This design comes from an exercise in tuning for small area on the open sky130 flow, not from production work. In this exercise RTL edits were held to simulation tests only and were not proved equivalent to the original. Power figures rest on the tool's default switching activity, not on a simulated workload.

==> inputs of run a <==
// pkdec_conv
module pkdec_conv (
    input  wire         clk,
    input  wire         rst,         
    input  wire         in_valid,
    input  wire         in_op,       
    input  wire [127:0] in_a,        
    input  wire [63:0]  in_gb,       
    input  wire [2:0]   in_rm,       
    output wire         out_valid,
    output wire [127:0] out_d,       
    output wire         out_vx,      
    output wire         out_xx       
);
    function [11:0] dpd_decode;
        input [9:0] b;
        reg p, q, r, s, t, u, v, w, x, y;
        reg big2, big1, big0, h1, l1, h0, l0;
        begin
            {p, q, r, s, t, u, v, w, x, y} = b;
            big2 = v & ((w & ~x) | (w & x & (~s | t)));
            big1 = v & ((~w & x) | (w & x & (s | ~t)));
            big0 = v & ((~w & ~x) | (w & x & (s | t)));
            h1 = (v & w & x) ? p : s;
            l1 = (v & w & x) ? q : t;
            h0 = ~v ? w : (w ? p : s);
            l0 = ~v ? x : (w ? q : t);
            dpd_decode = {big2, p & ~big2, q & ~big2, r,
                          big1, h1 & ~big1, l1 & ~big1, u,
                          big0, h0 & ~big0, l0 & ~big0, y};
        end
    endfunction
    function [9:0] dpd_encode;
        input [11:0] bcd;
        reg a, b, c, d, e, f, g, h, i, j, k, m;
        begin
  ...
export LEC_CHECK = 0
export ABC_AREA = 1
export CAP_MARGIN = 20
export CORE_MARGIN = 2
export CORE_UTILIZATION = 65
export CTS_BUF_LIST = sky130_fd_sc_hd__clkbuf_16
export CTS_CLUSTER_DIAMETER = 100
export CTS_CLUSTER_SIZE = 25
export PLACE_DENSITY = 0.72
export SLEW_MARGIN = 20
create_clock -name core_clock -period 6.0 [get_ports {clk}]
standard.sh (not shown) runs the stock make flow with config.mk's settings and CLKGATE_MAP_FILE= SYNTH_SCRIPT=/design/flow/synth_recipe.tcl, a recipe that flattens the netlist after the stock synthesis.
==> flow/flow/run.sh <==
#!/bin/bash
# Own layout flow: the standard ORFS flow (standard.sh: unchanged synthesis
# and steps) except that the port buffers use the smallest buffer cell
# (sky130_fd_sc_hd__buf_1) instead of clkdlybuf4s50_1. Every port still gets
# its buffer. All output of make (every tool) goes to flow_make.log in this
# folder; ORFS also keeps one log per step under orfs/logs/.
set -euo pipefail
export BUFFER_PORTS_ARGS="-buffer_cell sky130_fd_sc_hd__buf_1"
bash standard.sh > flow_make.log 2>&1
==> inputs of run b, as changes to run a <==
--- a/flow/design.v
+++ b/flow/design.v
@@ -214,18 +214,18 @@
     assign p0[120] = in_op ? 1'b1 : s_code[6];
     assign p0[121] = in_op ? bexp_s[13] : rmc[0];
     assign p0[122] = in_op ? 1'b0 : rmc[1];
     assign p0[123] = in_a[127];
     reg          v1, v2, v3, v4, v5, v6;
-    reg  [123:0] p1, p2, p3, p3b, p4;
+    reg  [123:0] p1, p2, p3, p4;
     always @(posedge clk) begin
         if (rst) begin
             v1 <= 1'b0; v2 <= 1'b0; v3 <= 1'b0; v4 <= 1'b0; v5 <= 1'b0; v6 <= 1'b0;
         end else begin
             v1 <= in_valid; v2 <= v1; v3 <= v2; v4 <= v3; v5 <= v4; v6 <= v5;
         end
-        p1 <= p0; p2 <= p1; p3 <= p2; p3b <= p3; p4 <= p3b;
+        p1 <= p0; p2 <= p1; p3 <= p2; p4 <= p3;
     end
     wire         op4   = p4[120] & ~p4[119] & p4[118];
     wire         sign4 = p4[123];
     wire [1:0]   rmc4  = p4[122:121];
     wire [6:0]   s4    = p4[120:114];
@@ -396,16 +396,14 @@
     assign q4[123] = nan_sel | (d2s_selh & r4[123]);
     assign q4[124] = nan_sel | (d2s_selh & r4[124]);
     assign q4[125] = (s2d_sel & p4[117]) | nan_sel | (d2s_selh & r4[125]);
     assign q4[126] = (s2d_sel & p4[121]) | nan_sel | (d2s_selh & r4[126]);
     assign q4[127] = (s2d_sel & p4[101]) | (d2s_selh & r4[127]);
-    localparam [127:0] QINV = {{31{4'b1001}}, 4'b0000};
     reg          rup5, vx5, xx5;
-    reg  [127:0] q5n;
-    wire [127:0] q5 = q5n ^ QINV;
+    reg  [127:0] q5;
     always @(posedge clk) begin
-        q5n  <= q4 ^ QINV;
+        q5   <= q4;
         rup5 <= d2s_sel & rup;
         vx5  <= ~s2d_sel & ~d2s_sel;
         xx5  <= d2s_sel & inexact;
     end
     reg  [123:0] inc;
@@ -420,10 +418,17 @@
             inc[i_r*4 + 2] = dg[2] ^ (cy & dg[0] & dg[1]);
             inc[i_r*4 + 3] = dg[3] ^ (cy & dg[0] & (dg[3] | (dg[1] & dg[2])));
             cy = cy & dg[3] & dg[0];
         end
     end
+    reg          vx6, xx6;
+    reg  [127:0] res6;
+    always @(posedge clk) begin
+        res6 <= {inc, q5[3:1], q5[0] & ~cy};
+        vx6  <= vx5 | cy;
+        xx6  <= xx5 & ~cy;
+    end
     assign out_valid = v6;
-    assign out_d     = {inc, q5[3:1], q5[0] & ~cy};
-    assign out_vx    = vx5 | cy;
-    assign out_xx    = xx5 & ~cy;
+    assign out_d     = res6;
+    assign out_vx    = vx6;
+    assign out_xx    = xx6;
 endmodule
CORE_UTILIZATION = 55   (was 65)
CTS_CLUSTER_SIZE = 30   (was 25)
PLACE_DENSITY = 0.65   (was 0.72)
==> inputs of run c, as changes to run a <==
--- a/flow/design.v
+++ b/flow/design.v
@@ -214,18 +214,18 @@
     assign p0[120] = in_op ? 1'b1 : s_code[6];
     assign p0[121] = in_op ? bexp_s[13] : rmc[0];
     assign p0[122] = in_op ? 1'b0 : rmc[1];
     assign p0[123] = in_a[127];
     reg          v1, v2, v3, v4, v5, v6;
-    reg  [123:0] p1, p2, p3, p3b, p4;
+    reg  [123:0] p1, p2, p3, p4;
     always @(posedge clk) begin
         if (rst) begin
             v1 <= 1'b0; v2 <= 1'b0; v3 <= 1'b0; v4 <= 1'b0; v5 <= 1'b0; v6 <= 1'b0;
         end else begin
             v1 <= in_valid; v2 <= v1; v3 <= v2; v4 <= v3; v5 <= v4; v6 <= v5;
         end
-        p1 <= p0; p2 <= p1; p3 <= p2; p3b <= p3; p4 <= p3b;
+        p1 <= p0; p2 <= p1; p3 <= p2; p4 <= p3;
     end
     wire         op4   = p4[120] & ~p4[119] & p4[118];
     wire         sign4 = p4[123];
     wire [1:0]   rmc4  = p4[122:121];
     wire [6:0]   s4    = p4[120:114];
@@ -396,16 +396,14 @@
     assign q4[123] = nan_sel | (d2s_selh & r4[123]);
     assign q4[124] = nan_sel | (d2s_selh & r4[124]);
     assign q4[125] = (s2d_sel & p4[117]) | nan_sel | (d2s_selh & r4[125]);
     assign q4[126] = (s2d_sel & p4[121]) | nan_sel | (d2s_selh & r4[126]);
     assign q4[127] = (s2d_sel & p4[101]) | (d2s_selh & r4[127]);
-    localparam [127:0] QINV = {{31{4'b1001}}, 4'b0000};
     reg          rup5, vx5, xx5;
-    reg  [127:0] q5n;
-    wire [127:0] q5 = q5n ^ QINV;
+    reg  [127:0] q5;
     always @(posedge clk) begin
-        q5n  <= q4 ^ QINV;
+        q5   <= q4;
         rup5 <= d2s_sel & rup;
         vx5  <= ~s2d_sel & ~d2s_sel;
         xx5  <= d2s_sel & inexact;
     end
     reg  [123:0] inc;
@@ -420,10 +418,17 @@
             inc[i_r*4 + 2] = dg[2] ^ (cy & dg[0] & dg[1]);
             inc[i_r*4 + 3] = dg[3] ^ (cy & dg[0] & (dg[3] | (dg[1] & dg[2])));
             cy = cy & dg[3] & dg[0];
         end
     end
+    reg          vx6, xx6;
+    reg  [127:0] res6;
+    always @(posedge clk) begin
+        res6 <= {inc, q5[3:1], q5[0] & ~cy};
+        vx6  <= vx5 | cy;
+        xx6  <= xx5 & ~cy;
+    end
     assign out_valid = v6;
-    assign out_d     = {inc, q5[3:1], q5[0] & ~cy};
-    assign out_vx    = vx5 | cy;
-    assign out_xx    = xx5 & ~cy;
+    assign out_d     = res6;
+    assign out_vx    = vx6;
+    assign out_xx    = xx6;
 endmodule
==> flow/flow/run.sh (replaced) <==
#!/bin/bash
# Own layout flow: the standard ORFS flow (standard.sh, unchanged
# synthesis and steps) with two settings that only change cell choices:
#  * port buffers use the smallest buffer (buf_1) instead of clkdlybuf4s50_1;
#  * after global routing, non-critical gates are downsized (RECOVER_POWER).
# All output of make (every tool) goes to flow_make.log in this folder; ORFS
# also keeps one log per step under orfs/logs/.
set -euo pipefail
export BUFFER_PORTS_ARGS="-buffer_cell sky130_fd_sc_hd__buf_1"
export RECOVER_POWER=100
bash standard.sh > flow_make.log 2>&1
CORE_UTILIZATION = 55   (was 65)
CTS_BUF_LIST = sky130_fd_sc_hd__clkbuf_4   (was sky130_fd_sc_hd__clkbuf_16)
CTS_CLUSTER_DIAMETER = not set   (was 100)
CTS_CLUSTER_SIZE = not set   (was 25)
PLACE_DENSITY = 0.65   (was 0.72)
==> results.txt <==
Run a finished clean. Run c finished but fails on capacitance limit, slew limit. Run b went through all stages and came out clean. Against run b, the non-clock buffer count of run a is lower by 22. Routed wire length, lowest first: run a, run b, run c. Between run c and run a, the lower first-iteration DRC count is in run c (gap 14%, measured against run a). Sequential power is about the same in run c and run b. Critical path depth, lowest first: run b, run c, run a. Die area: run a is lower than run c (about 16%).

========
==> v31 <==
pkdec_conv with an RTL version that a note above also has.
Settings: LEC_CHECK=0, ABC_AREA=1, CAP_MARGIN=20, CORE_MARGIN=2, CORE_UTILIZATION=55, CTS_BUF_LIST=sky130_fd_sc_hd__clkbuf_4, PLACE_DENSITY=0.65, SLEW_MARGIN=20; clock period 6.0 ns.
run.sh (not shown) runs the stock make flow with config.mk's settings and CLKGATE_MAP_FILE= SYNTH_SCRIPT=/design/flow/synth_recipe.tcl, a recipe that flattens the netlist after the stock synthesis.
Stock flow here: none of the scripts above is used.
==> v15 (differences from v31) <==
--- a/flow/design.v
+++ b/flow/design.v
@@ -212,22 +212,22 @@
     assign p0[118] = in_op ? 1'b1 : s_code[4];
     assign p0[119] = in_op ? 1'b0 : s_code[5];
     assign p0[120] = in_op ? 1'b1 : s_code[6];
     assign p0[121] = in_op ? bexp_s[13] : rmc[0];
     assign p0[122] = in_op ? 1'b0 : rmc[1];
     assign p0[123] = in_a[127];
     reg          v1, v2, v3, v4, v5, v6;
-    reg  [123:0] p1, p2, p3, p4;
+    reg  [123:0] p1, p2, p3, p3b, p4;
     always @(posedge clk) begin
         if (rst) begin
             v1 <= 1'b0; v2 <= 1'b0; v3 <= 1'b0; v4 <= 1'b0; v5 <= 1'b0; v6 <= 1'b0;
         end else begin
             v1 <= in_valid; v2 <= v1; v3 <= v2; v4 <= v3; v5 <= v4; v6 <= v5;
         end
-        p1 <= p0; p2 <= p1; p3 <= p2; p4 <= p3;
+        p1 <= p0; p2 <= p1; p3 <= p2; p3b <= p3; p4 <= p3b;
     end
     wire         op4   = p4[120] & ~p4[119] & p4[118];
     wire         sign4 = p4[123];
     wire [1:0]   rmc4  = p4[122:121];
     wire [6:0]   s4    = p4[120:114];
     wire         inv4  = s4[6] & s4[5];
     wire         sbad4 = p4[102];
@@ -416,19 +416,12 @@
             inc[i_r*4]     = dg[0] ^ cy;
             inc[i_r*4 + 1] = dg[1] ^ (cy & dg[0] & ~dg[3]);
             inc[i_r*4 + 2] = dg[2] ^ (cy & dg[0] & dg[1]);
             inc[i_r*4 + 3] = dg[3] ^ (cy & dg[0] & (dg[3] | (dg[1] & dg[2])));
             cy = cy & dg[3] & dg[0];
         end
     end
-    reg          vx6, xx6;
-    reg  [127:0] res6;
-    always @(posedge clk) begin
-        res6 <= {inc, q5[3:1], q5[0] & ~cy};
-        vx6  <= vx5 | cy;
-        xx6  <= xx5 & ~cy;
-    end
     assign out_valid = v6;
-    assign out_d     = res6;
-    assign out_vx    = vx6;
-    assign out_xx    = xx6;
+    assign out_d     = {inc, q5[3:1], q5[0] & ~cy};
+    assign out_vx    = vx5 | cy;
+    assign out_xx    = xx5 & ~cy;
 endmodule
==> flow/flow/run.sh (new file) <==
#!/bin/bash
# Own layout flow: the standard ORFS flow (standard.sh: unchanged synthesis
# and steps) except that the port buffers use the smallest buffer cell
# (sky130_fd_sc_hd__buf_1) instead of clkdlybuf4s50_1. Every port still gets
# its buffer. All output of make (every tool) goes to flow_make.log in this
# folder; ORFS also keeps one log per step under orfs/logs/.
set -euo pipefail
export BUFFER_PORTS_ARGS="-buffer_cell sky130_fd_sc_hd__buf_1"
bash standard.sh > flow_make.log 2>&1
==> flow/standard.sh (new file) <==
#!/bin/bash
# synth_recipe.tcl (not shown) runs the flow's synth.tcl, then flattens the netlist and writes it again
# the make line also repeats each setting of config.mk as NAME=value (left out here)
make -C /OpenROAD-flow-scripts/flow DESIGN_CONFIG=/design/flow/config.mk WORK_HOME=/design/flow/orfs CLKGATE_MAP_FILE= SYNTH_SCRIPT=/design/flow/synth_recipe.tcl "${@:-finish}"
CORE_UTILIZATION = 68   (was 55)
CTS_BUF_LIST = sky130_fd_sc_hd__clkbuf_16   (was sky130_fd_sc_hd__clkbuf_4)
CTS_CLUSTER_DIAMETER = 100   (was default)
CTS_CLUSTER_SIZE = 25   (was default)
PLACE_DENSITY = 0.76   (was 0.65)
removed: flow/run.sh
==> v35 (differences from v31) <==
CTS_BUF_LIST = sky130_fd_sc_hd__clkbuf_16   (was sky130_fd_sc_hd__clkbuf_4)
CTS_CLUSTER_DIAMETER = 100   (was default)
CTS_CLUSTER_SIZE = 30   (was default)
==> notes <==
- v15 finished with timing, DRC and antenna clean. v31 finished with timing, DRC and antenna clean. v35 passed the timing, design-rule and antenna checks.
- Against v15, the register-to-register slack of v35 is better by 140 ps.
- First-iteration DRC count: v15 > v31 > v35.
- Between v31 and v15, the lower global-route usage is in v31 (gap 7.3 points).
- Area after synthesis: v31 is larger than v15 (1.4%).
- In v15 the cell count is lower than in v35, by 5.5%.
- Critical path depth, highest first: v15, v35, v31.
- Clock skew: v31 > v15 > v35.
- In combinational power, v31 and v35 hardly differ.
- Worst setup slack, lowest first: v15, v31, v35.
- Total power: v35 < v15 < v31.
- Die area: v35 is larger than v15 (25%).

========
==> inputs of branch yarrow <==
RTL: one of the versions met above, not the one the previous note started from.
export LEC_CHECK = 0
export ABC_AREA = 1
export CAP_MARGIN = 10
export CORE_MARGIN = 2
export CORE_UTILIZATION = 55
export CTS_BUF_LIST = sky130_fd_sc_hd__clkbuf_16
export CTS_CLUSTER_DIAMETER = 100
export CTS_CLUSTER_SIZE = 25
export PLACE_DENSITY = 0.65
export SLEW_MARGIN = 10
create_clock -name core_clock -period 6.0 [get_ports {clk}]
standard.sh (not shown) runs the stock make flow with config.mk's settings and CLKGATE_MAP_FILE= SYNTH_SCRIPT=/design/flow/synth_recipe.tcl, a recipe that flattens the netlist after the stock synthesis.
==> flow/flow/run.sh <==
#!/bin/bash
# Own layout flow: the standard ORFS flow (standard.sh: unchanged synthesis
# and steps) except that the port buffers use the smallest buffer cell
# (sky130_fd_sc_hd__buf_1) instead of clkdlybuf4s50_1. Every port still gets
# its buffer. All output of make (every tool) goes to flow_make.log in this
# folder; ORFS also keeps one log per step under orfs/logs/.
set -euo pipefail
export BUFFER_PORTS_ARGS="-buffer_cell sky130_fd_sc_hd__buf_1"
bash standard.sh > flow_make.log 2>&1
==> branch indigo: changes against branch yarrow <==
--- a/flow/config.mk
+++ b/flow/config.mk
@@ -8,5 +8,5 @@
 export ABC_AREA = 1
-export CAP_MARGIN = 10
+export CAP_MARGIN = 20
 export CORE_MARGIN = 2
-export CORE_UTILIZATION = 55
+export CORE_UTILIZATION = 65
 export CTS_BUF_LIST = sky130_fd_sc_hd__clkbuf_16
@@ -14,3 +14,3 @@
 export CTS_CLUSTER_SIZE = 25
-export PLACE_DENSITY = 0.65
-export SLEW_MARGIN = 10
+export PLACE_DENSITY = 0.72
+export SLEW_MARGIN = 20
==> impl_metrics.ini <==
[critical_path]
cpPeakStageDelay_ns = 0.36
worst_r2r_endpoint = q5[73]

[status]
run_status = timing/DRC/antenna clean

[die]
row_count = 88
starting_utilization_of_the_core_area_pct = 55.6

[min_path]
min_delay_worst_endpoint = p3b[123]

[sta]
final_period_minus_worst_setup_slack_ns = 5.52

[final_layout]
utilization_pct = 61.1
nNonClkBuffers = 415
areaGrowthSynthToFinish_pct = 9.93

[power]
netSwitchingPower_uw = 3330
(the above is from branch yarrow)
==> impl_metrics.ini <==
[min_path]
min_delay_worst_endpoint = p4[28]

[final_layout]
nNonClkBuffers = 377
areaGrowthSynthToFinish_pct = 8.70

[power]
netSwitchingPower_uw = 3290

[sta]
final_period_minus_worst_setup_slack_ns = 5.65

[die]
row_count = 81
starting_utilization_of_the_core_area_pct = 65.6

[critical_path]
worst_r2r_endpoint = q5[112]
cpPeakStageDelay_ns = 0.37

[status]
run_status = timing/DRC/antenna clean
(the above is from branch indigo)

==> re-timing with driven ports <==
How much do the figures lean on ideal ports? The routed layouts below were timed once more, with nothing changed but the port constraints. Step 1 sets driving cells, clkbuf_16 on the clock port and buf_2 on the other inputs (assumed; they add their load-dependent delay and slew). Step 2 adds t to the input delays and takes it off the output delays; t is the mean of the earliest and latest rising clock arrival at the registers after step 1. Input paths then give back, and output paths get back, about the clock's delay inside the block. a / b / c = ideal / step 1 / step 2; a / b = the first two.
run	t (ns)	setup slack, ns	worst setup path after step 2	worst data-port slew with drivers (ns)	cell pins on the clock port's net
run a	0.666	0.580 / 0.515 / 1.181	register to output	0.07	1
run b	0.659	1.326 / 1.326 / 1.326	register to register	0.06	1
run c	1.109	0.882 / 0.882 / 0.047	input to register	0.06	1
v31	1.074	1.388 / 1.388 / 1.277	input to register	0.06	1
v15	0.675	0.613 / 0.544 / 1.219	register to output	0.07	1
v35	0.699	1.437 / 1.437 / 1.317	input to register	0.07	1
branch yarrow	0.675	0.477 / 0.406 / 1.082	register to output	0.06	1
branch indigo	0.679	0.351 / 0.284 / 0.963	register to output	0.07	1
The setup slack of run c, which loses most, moves by 0.000 ns with the drivers and by -0.835 ns with both steps.
